From an optimization exercise on the open Yosys and OpenROAD flow, aimed at small area, a short achievable clock period and few clock cycles per item; shortcuts taken in it are not production practice. RTL that was checked went through simulation tests only; none was proved equivalent to the original. Power figures rest on the tool's default switching activity, not on a simulated workload.

== alpha ==
==> flow/design.v (excerpt) <==
module mx_quant (
    input  wire        clk,
    input  wire        rst,
    input  wire        in_valid,
    output wire        in_ready,
    input  wire [31:0] in_data,
    input  wire [15:0] in_rand,
    input  wire [3:0]  in_fmt,
    input  wire [1:0]  in_rmode,
    output wire        out_valid,
    input  wire        out_ready,
    output wire [7:0]  out_elem,
    output wire [7:0]  out_scale,
    output wire        out_last
);
For scale: roughly 3100 cells after synthesis, roughly 41000 µm² of cells after synthesis.
Settings: LEC_CHECK=0, ABC_AREA=1, CAP_MARGIN=20, CORE_MARGIN=2, CORE_UTILIZATION=60, CTS_CLUSTER_DIAMETER=80, CTS_CLUSTER_SIZE=30, PLACE_DENSITY=0.85, SLEW_MARGIN=20; clock period 28.0 ns.
standard.sh (not shown) runs the stock make flow with config.mk's settings and CLKGATE_MAP_FILE= SYNTH_SCRIPT=/design/flow/synth_recipe.tcl, a recipe that flattens the netlist after the stock synthesis.
==> flow/flow/run.sh <==
#!/bin/bash
# The standard layout (the standard.sh, unchanged synthesis), with two
# changes in how ORFS is asked to lay it out:
# - every input and output port gets a buf_2 as its port buffer.
set -euo pipefail
export SETUP_SLACK_MARGIN=20.5
export BUFFER_PORTS_ARGS="-buffer_cell sky130_fd_sc_hd__buf_2"
bash standard.sh > standard.log 2>&1
alpha completed end to end with timing, DRC and antenna clean.
Testbench counts of alpha, summed over its fixed seeds: cycles 12,560, items 384.
For beta, these inputs were changed with respect to alpha:
- changing CTS_CLUSTER_DIAMETER from 80 to 50
- removing PLACE_DENSITY (formerly 0.85)
- changing CTS_CLUSTER_SIZE from 30 to 24
-- flow/flow/run.sh --
<<< alpha, line 6
export SETUP_SLACK_MARGIN=20.5
>>> beta, line 6
export SETUP_SLACK_MARGIN=21.4
[summary]
Diff beta and alpha: share of the core filled with cells in the final layout lower in alpha. Master of the slowest instance on the critical path: sky130_fd_sc_hd__o31ai_1 -> alpha, sky130_fd_sc_hd__edfxtp_1 -> beta. alpha ended up with reg -> reg as its kind of critical path; beta ended up with reg -> out. alpha has a lower insertion delay to the later sink of the worst-skew pair than beta. Compared with alpha, in beta final area higher, total of plain and repair buffers excluding clock buffers higher, sequential group share of total power lower.
Changes in gamma relative to beta:
- swapping 50 for 80 in CTS_CLUSTER_DIAMETER
- swapping 24 for 30 in CTS_CLUSTER_SIZE
### Flow results
gamma completed; timing, DRC and antenna clean. beta -> gamma: non-clock buffer count increased by a few percent. Delta (gamma minus beta): part of the total power dissipated in the clock network fell 6.9 points; number of buffers added to fix hold violations after cts about even; amount of wire on met2 after detailed routing fell about 6%; fmax about even; routed metal-1 wirelength fell about 1%.
--- input diff gamma..delta ---
- PLACE_DENSITY now 0.85, previously not set
-- flow/flow/run.sh --
<<< gamma, line 6
export SETUP_SLACK_MARGIN=21.4
>>> delta, line 6
export SETUP_SLACK_MARGIN=21.2
## What came out
Per the final summary, gamma finished and its layout is clean on timing, DRC and antenna. Per the final summary, delta finished and its layout is clean on timing, DRC and antenna. For the non-clock buffer count, delta came in 13% lower than gamma did. Between gamma and delta, the difference in longest individual stage delay on the worst path is negligible. Compared delta against gamma; multi-input logic portion of the cell area within noise. Summary of delta over gamma: timing-limited maximum frequency comparable; routed wire length was more or less identical; switching power went down 17 µW; overall power -about 0.34%. delta ends up with a final area that is 260 µm² lower than in gamma. Against gamma as the reference, delta delivers a lower portion of total power attributed to the clock network.
> inputs changed (delta -> epsilon)
-- flow/flow/run.sh --
<<< delta, line 6
export SETUP_SLACK_MARGIN=21.2
>>> epsilon, line 6
export SETUP_SLACK_MARGIN=21.4
### Flow results
Per the final summary, epsilon finished and its layout is clean on timing, DRC and antenna.
Going from delta to epsilon, the time the final worst path needs with I/O delays and setup was found to have gone down by 0.0068 ns.
When epsilon is set beside delta, its global-route wire length before repair turns out to be about 0.8% smaller.
~same net switching fraction of the power in delta and epsilon
epsilon ended with more register share of total power than delta.
Between epsilon and delta, the final weighted congestion in routability-driven placement does not differ in any meaningful way.
Relative to delta, the clock-buffer cell count measured on epsilon has decreased slightly.
Diff delta -> epsilon: number of enable-type register cells in the synthesized netlist neither gained nor lost much, fraction of layout cells with a size suffix above 1 climbed 0.43 points, final cell count without fillers essentially unchanged.
Changes observed in epsilon relative to delta: via total after detailed routing went down about 0.6%, total routing resource utilization after global routing now sits lower.

========
Setup of v6:
mx_quant, a different RTL version from the one above (not shown whole).
Size in the first run: about 3,500 cells after synthesis, ~45,000 um^2 of cells after synthesis.
==> flow/design.v (excerpt) <==
module mx_quant (
    input  wire        clk,
    input  wire        rst,
    input  wire        in_valid,
    output wire        in_ready,
    input  wire [31:0] in_data,
    input  wire [15:0] in_rand,
    input  wire [3:0]  in_fmt,
    input  wire [1:0]  in_rmode,
    output wire        out_valid,
    input  wire        out_ready,
    output wire [7:0]  out_elem,
    output wire [7:0]  out_scale,
    output wire        out_last
);
Settings: LEC_CHECK=0, ABC_AREA=1, CAP_MARGIN=20, CORE_MARGIN=2, CORE_UTILIZATION=40, CTS_CLUSTER_DIAMETER=80, CTS_CLUSTER_SIZE=30, SLEW_MARGIN=20; clock period 28.0 ns.
==> flow/flow/run.sh <==
#!/bin/bash
# The standard layout (the standard.sh, unchanged synthesis), with ORFS's
# timing repair asked to leave at least SETUP_SLACK_MARGIN ns of setup slack
# at the design's clock period, so that it works on the design's slowest
# paths although the design's period leaves them plenty of slack.
set -euo pipefail
export SETUP_SLACK_MARGIN=21.5
bash standard.sh > standard.log 2>&1
v6: flow completed, timing, DRC and antenna clean
> inputs changed (v6 -> v7)
--- a/flow/flow/run.sh
+++ b/flow/flow/run.sh
@@ -6,3 +6,3 @@
 set -euo pipefail
-export SETUP_SLACK_MARGIN=21.5
+export SETUP_SLACK_MARGIN=22.5
 bash standard.sh > standard.log 2>&1
--- outcome ---
Cmp v6 and v7 / total power / higher: v7
Compared to v6, v7 has number of antenna cells inserted 1 lower.
Max post-route met1 wirelength across v6 and v7: v7
met2 as the busiest layer in global routing was reported by v6, and met1 by v7.
Worst supply voltage drop on vdd, v6 and v7, lower one = v6.
Delta(placed cell area, v7 - v6) > 0
Per the comparison of v7 with v6, utilization higher; global-route usage now larger.
In v7, the power share of the combinational group came out 3.2 points above the value in v6.
Signal arrival time at the worst endpoint of v7 is on par with v6.
No functional check of the RTL was part of any run of this note.

========
Setup of before:
mx_quant, a different RTL version from the one above (not shown whole).
Size: roughly 3,700 cells after synthesis, roughly 77 I/O pins, about 46,000 sq um of cells after synthesis.
clock: 28.0 ns
lec_check: 0
abc_area: 1
cap_margin: 20
core_margin: 2
core_utilization: 40
cts_cluster_diameter: 80
cts_cluster_size: 30
slew_margin: 20
==> flow/flow/run.sh <==
#!/bin/bash
# The standard layout (the standard.sh, unchanged synthesis), with ORFS's
# timing repair asked to leave at least SETUP_SLACK_MARGIN ns of setup slack
# at the design's clock period, so that it works on the design's slowest
# paths although the design's period leaves them plenty of slack.
set -euo pipefail
export SETUP_SLACK_MARGIN=21
bash standard.sh > standard.log 2>&1
before went all the way through synthesis, placement and routing and the layout is clean on timing, DRC and antenna.
The inputs of after differ from those of before as listed below.
==> flow/run.sh (new file) <==
#!/bin/bash
# synth_recipe.tcl (not shown) runs the flow's synth.tcl, then flattens the netlist and writes it again
# the make line also repeats each setting of config.mk as NAME=value (left out here)
make -C /OpenROAD-flow-scripts/flow DESIGN_CONFIG=/design/flow/config.mk WORK_HOME=/design/flow/orfs CLKGATE_MAP_FILE= SYNTH_SCRIPT=/design/flow/synth_recipe.tcl finish
removed: flow/flow/run.sh
removed: flow/standard.sh
==> run summary <==
- Any difference in overall power after layout between before and after is small enough to ignore.
- Changes observed in after relative to before: clock-pin slew on the worst setup and hold paths essentially unchanged; total number of tap cells essentially unchanged; aggregate routed wire length essentially unchanged; final critical path time including I/O delays and setup increased 0.30 ns.
- Final non-filler cell area: before vs after — no meaningful difference
No run of this note included a check of the RTL's function; only the layout flow was run.

========
run 1:
Another version of the RTL of mx_quant (not shown whole).
Size in the first run: roughly 3500 cells after synthesis, roughly 77 I/O pins, roughly 44000 sq um of cells after synthesis.
clock: 28.0 ns
lec_check: 0
abc_area: 1
cap_margin: 20
core_margin: 2
core_utilization: 60
cts_cluster_diameter: 80
cts_cluster_size: 30
slew_margin: 20
==> flow/flow/run.sh <==
#!/bin/bash
# The standard layout (the standard.sh, unchanged synthesis), with two
# changes in how ORFS is asked to lay it out:
# - every input and output port gets a buf_2 as its port buffer.
set -euo pipefail
export SETUP_SLACK_MARGIN=21.7
export BUFFER_PORTS_ARGS="-buffer_cell sky130_fd_sc_hd__buf_2"
bash standard.sh > standard.log 2>&1
Run 1: all stages complete, timing, DRC and antenna checks passed
Testbench counts of run 1, summed over its fixed seeds: cycles 12,568, items 384.
## Diff of input files: run 2 against run 1
==> flow/flow/run.sh <==
#!/bin/bash
# The standard layout (the standard.sh, unchanged synthesis), with ORFS's
# timing repair asked to leave at least SETUP_SLACK_MARGIN ns of setup slack
# at the design's clock period, so that it works on the design's slowest
# paths although the design's period leaves them plenty of slack.
set -euo pipefail
export SETUP_SLACK_MARGIN=21.4
bash standard.sh > standard.log 2>&1
diff --git a/flow/config.mk b/flow/config.mk
--- a/flow/config.mk
+++ b/flow/config.mk
@@ -10,3 +10,3 @@
 export CORE_MARGIN = 2
-export CORE_UTILIZATION = 60
+export CORE_UTILIZATION = 40
 export CTS_CLUSTER_DIAMETER = 80
### Flow results
Per the comparison of run 2 with run 1, met1 usage in global routing decreased by 10 points relative to the old numbers; ratio of final minimum period to clock period closely matched the old numbers; fraction of power consumed by combinational cells decreased by 0.3 points relative to the old numbers; setup TNS after final layout closely matched the old numbers; non-clock buffer count decreased by 3 relative to the old numbers.
Run 2 vs. run 1: proportion of cell area occupied by multi-input gates went down by 0.75 points.
Taking run 1 as the reference, in run 2 sequential share of layout area now smaller, total number of placement rows now larger, average routed wire per standard cell now smaller.
When run 2 is measured against run 1, its tightest hold margin turns out 0.017 ns lower.
Inputs modified between run 2 and run 3:
diff --git a/flow/config.mk b/flow/config.mk
--- a/flow/config.mk
+++ b/flow/config.mk
@@ -10,3 +10,3 @@
 export CORE_MARGIN = 2
-export CORE_UTILIZATION = 40
+export CORE_UTILIZATION = 60
 export CTS_CLUSTER_DIAMETER = 80
==> comparison <==
Run 3 completed every stage of the flow, and the final layout passed the timing, design-rule and antenna checks. Comparing run 2 and run 3, the lower die area is on run 3. Per the comparison of run 3 with run 2, final worst-path cycle share level, number of buffers added by the clock tree synthesis step moved down. Run 3 ends up with a sequential share of layout area that is 0.99 points higher than in run 2. Taking run 2 as the reference, in run 3 sequential cell area essentially unchanged, post-CTS resize count increased about 8%, non-clock inverter instance count of the final layout essentially unchanged, number of standard cells in the final layout excluding fillers decreased 10%.
### run 3 -> run 4
==> flow/flow/run.sh <==
#!/bin/bash
# The standard layout (the standard.sh, unchanged synthesis), with two
# changes in how ORFS is asked to lay it out:
# - every input and output port gets a buf_2 as its port buffer.
set -euo pipefail
export SETUP_SLACK_MARGIN=21.4
export BUFFER_PORTS_ARGS="-buffer_cell sky130_fd_sc_hd__buf_2"
bash standard.sh > standard.log 2>&1
Results
Note that the highest ir drop seen on vdd recorded for run 3 amounts to 1.2 times the value seen in run 4. On total power, run 3 tracks run 4 almost exactly. Between run 4 and run 3, the clock-pin slew of the registers on the worst-case setup and hold paths figures differ only marginally. Diff run 3 -> run 4: routed wire length went up by about 2.4%, clock group share of total power was more or less identical, latest clock arrival within the worst-skew pair was more or less identical, half-perimeter wire length of the detailed placement result went up by about 0.8%, logic gate share of total power went down by 0.2 points. Between run 3 and run 4, the share of the cycle needed by the critical path after routing does not differ in any meaningful way.

========
run A:
mx_quant, a different RTL version from the one above (not shown whole).
Size in the first run: ~3400 cells after synthesis, ~77 I/O pins, about 44000 um2 of cells after synthesis.
==> flow/config.mk <==
export PLATFORM = sky130hd
export DESIGN_NAME = mx_quant
export DESIGN_NICKNAME = mx_quant
export VERILOG_FILES = /design/flow/design.v
export SDC_FILE = /design/flow/constraint.sdc
export NUM_CORES = 4
export LEC_CHECK = 0
export ABC_AREA = 1
export CAP_MARGIN = 20
export CORE_MARGIN = 2
export CORE_UTILIZATION = 75
export CTS_CLUSTER_DIAMETER = 80
export CTS_CLUSTER_SIZE = 30
export SLEW_MARGIN = 20
==> flow/constraint.sdc <==
create_clock -name core_clock -period 28.0 [get_ports {clk}]
set_input_delay 5.6000 -clock core_clock [delete_from_list [all_inputs] [get_ports {clk}]]
set_output_delay 5.6000 -clock core_clock [all_outputs]
set_load 0.01 [all_outputs]
==> flow/flow/run.sh <==
#!/bin/bash
# The standard layout (the standard.sh, unchanged synthesis), with two
# changes in how ORFS is asked to lay it out:
# - every input and output port gets a buf_2 as its port buffer.
set -euo pipefail
export SETUP_SLACK_MARGIN=21.4
export BUFFER_PORTS_ARGS="-buffer_cell sky130_fd_sc_hd__buf_2"
bash standard.sh > standard.log 2>&1
Testbench counts of run A, summed over its fixed seeds: cycles 12,568, items 384.
The following lists how run B was set up differently from run A:
diff --git a/flow/config.mk b/flow/config.mk
--- a/flow/config.mk
+++ b/flow/config.mk
@@ -11 +11 @@
-export CORE_UTILIZATION = 75
+export CORE_UTILIZATION = 60
[summary]
As far as distinct cell type count after synthesis goes, run A and run B are indistinguishable; the numbers are identical. Run A has lower growth of design area from synthesis to finish than run B. Relative to run A, run B degrades hold slack. Re synthesized netlist net count: no difference whatsoever between run B and run A. Power: run B draws less than run A.
### run B -> run C
diff --git a/flow/flow/run.sh b/flow/flow/run.sh
--- a/flow/flow/run.sh
+++ b/flow/flow/run.sh
@@ -6 +6 @@
-export SETUP_SLACK_MARGIN=21.4
+export SETUP_SLACK_MARGIN=21.2
==> comparison <==
- The final layout from run C, which completed every stage, passed the timing, design-rule and antenna checks at the end of the flow.
- Looking at run B and run C, the total internal power is a wash.
- Post-route worst hold slack, run B and run C, lower one = run B.
- Run C vs. run B: actual slew at the worst max-slew pin went up by 8.5 ps.
- Re power: run C is 0.44% down on run B.
- Lower area overhead of the layout relative to synthesis among run B and run C: run C
- For reported sequential group power, run B and run C come out practically identical.
- Run C vs run B: met3 wirelength from detailed routing down by more than 10%

========
Setup of P:
RTL: one of the versions met above, not the one the previous note started from.
Size: about 3100 cells after synthesis, ~1600 flip-flops, about 77 I/O pins, about 41000 sq um of cells after synthesis.
// mx_quant
module mx_quant (
    input  wire        clk,
    input  wire        rst,
    input  wire        in_valid,
    output wire        in_ready,
    input  wire [31:0] in_data,
    input  wire [15:0] in_rand,
    input  wire [3:0]  in_fmt,
    input  wire [1:0]  in_rmode,
    output wire        out_valid,
    input  wire        out_ready,
    output wire [7:0]  out_elem,
    output wire [7:0]  out_scale,
    output wire        out_last
);
clock: 28.0 ns
lec_check: 0
abc_area: 1
cap_margin: 20
core_margin: 2
core_utilization: 60
cts_cluster_diameter: 80
cts_cluster_size: 30
place_density: 0.95
slew_margin: 20
==> flow/flow/run.sh <==
#!/bin/bash
# The standard layout (the standard.sh, unchanged synthesis), with two
# changes in how ORFS is asked to lay it out:
# - every input and output port gets a buf_2 as its port buffer.
set -euo pipefail
export SETUP_SLACK_MARGIN=21.4
export BUFFER_PORTS_ARGS="-buffer_cell sky130_fd_sc_hd__buf_2"
bash standard.sh > standard.log 2>&1
Testbench counts of P, summed over its fixed seeds: cycles 12,560, items 384.
Input changes introduced in Q (baseline for comparison: P):
--- a/flow/flow/run.sh
+++ b/flow/flow/run.sh
@@ -4,5 +4,5 @@
 # - every input and output port gets a buf_2 as its port buffer.
 set -euo pipefail
-export SETUP_SLACK_MARGIN=21.4
+export SETUP_SLACK_MARGIN=21.0
 export BUFFER_PORTS_ARGS="-buffer_cell sky130_fd_sc_hd__buf_2"
 bash standard.sh > standard.log 2>&1
--- a/flow/config.mk
+++ b/flow/config.mk
@@ -12,4 +12,4 @@
 export CTS_CLUSTER_DIAMETER = 80
 export CTS_CLUSTER_SIZE = 30
-export PLACE_DENSITY = 0.95
+export PLACE_DENSITY = 0.85
 export SLEW_MARGIN = 20
[summary]
Q -> P: number of top-level pins delta 0, exact match
In the final reports, the cell area of Q is smaller than that of P.
Per the comparison of Q with P, total number of vias has decreased; detailed-routing iteration count for the pre-antenna-repair pass has decreased; setup slack has remained practically unchanged.

[separate check: timing with driven ports]
How much do the figures lean on ideal ports? The routed layouts below were timed once more, with nothing changed but the port constraints. Step 1 sets driving cells, clkbuf_16 on the clock port and buf_2 on the other inputs (assumed; they add their load-dependent delay and slew). Step 2 also shifts input and output timing later by t, the mid clock arrival at the registers, as if the neighbouring blocks saw the same clock. a / b / c = ideal / step 1 / step 2; a / b = the first two.
run	t, ns	setup slack, ns	hold WS [ns]	latest minus earliest clock arrival (ns)
alpha	0.704	21.049 / 21.049 / 20.435	0.308 / 0.308 / 0.308	0.054 / 0.053
beta	0.736	21.136 / 21.072 / 20.805	0.293 / 0.293 / 0.293	0.059 / 0.059
gamma	0.704	21.146 / 21.080 / 20.826	0.304 / 0.304 / 0.304	0.046 / 0.046
delta	0.692	21.152 / 21.087 / 20.706	0.316 / 0.316 / 0.316	0.034 / 0.035
epsilon	0.696	21.159 / 21.093 / 20.832	0.304 / 0.304 / 0.304	0.049 / 0.049
v6	0.735	20.842 / 20.853 / 20.118	0.308 / 0.308 / 0.308	0.039 / 0.038
v7	0.720	20.855 / 20.869 / 20.149	0.315 / 0.315 / 0.315	0.042 / 0.042
before	0.726	21.065 / 21.000 / 20.397	0.302 / 0.302 / 0.302	0.059 / 0.059
after	0.726	20.768 / 20.731 / 20.083	0.300 / 0.300 / 0.300	0.060 / 0.061
run 1	0.708	21.222 / 21.153 / 20.752	0.321 / 0.321 / 0.321	0.027 / 0.027
run 2	0.716	21.192 / 21.128 / 20.784	0.304 / 0.304 / 0.304	0.043 / 0.043
run 3	0.716	21.228 / 21.164 / 20.784	0.309 / 0.309 / 0.309	0.045 / 0.045
run 4	0.713	21.210 / 21.147 / 20.745	0.302 / 0.302 / 0.302	0.052 / 0.051
run A	0.726	21.119 / 21.054 / 20.637	0.313 / 0.313 / 0.313	0.040 / 0.040
run B	0.707	21.204 / 21.139 / 20.740	0.305 / 0.305 / 0.305	0.047 / 0.047
run C	0.704	21.205 / 21.141 / 20.670	0.317 / 0.317 / 0.317	0.030 / 0.030
P	0.699	21.167 / 21.101 / 20.816	0.300 / 0.300 / 0.300	0.053 / 0.054
Q	0.711	21.166 / 21.100 / 20.696	0.320 / 0.320 / 0.320	0.032 / 0.032
After both steps every run listed still meets setup and hold. For v6, which loses most, drivers alone change the setup slack by +0.011 ns; drivers and shift together by -0.724 ns.
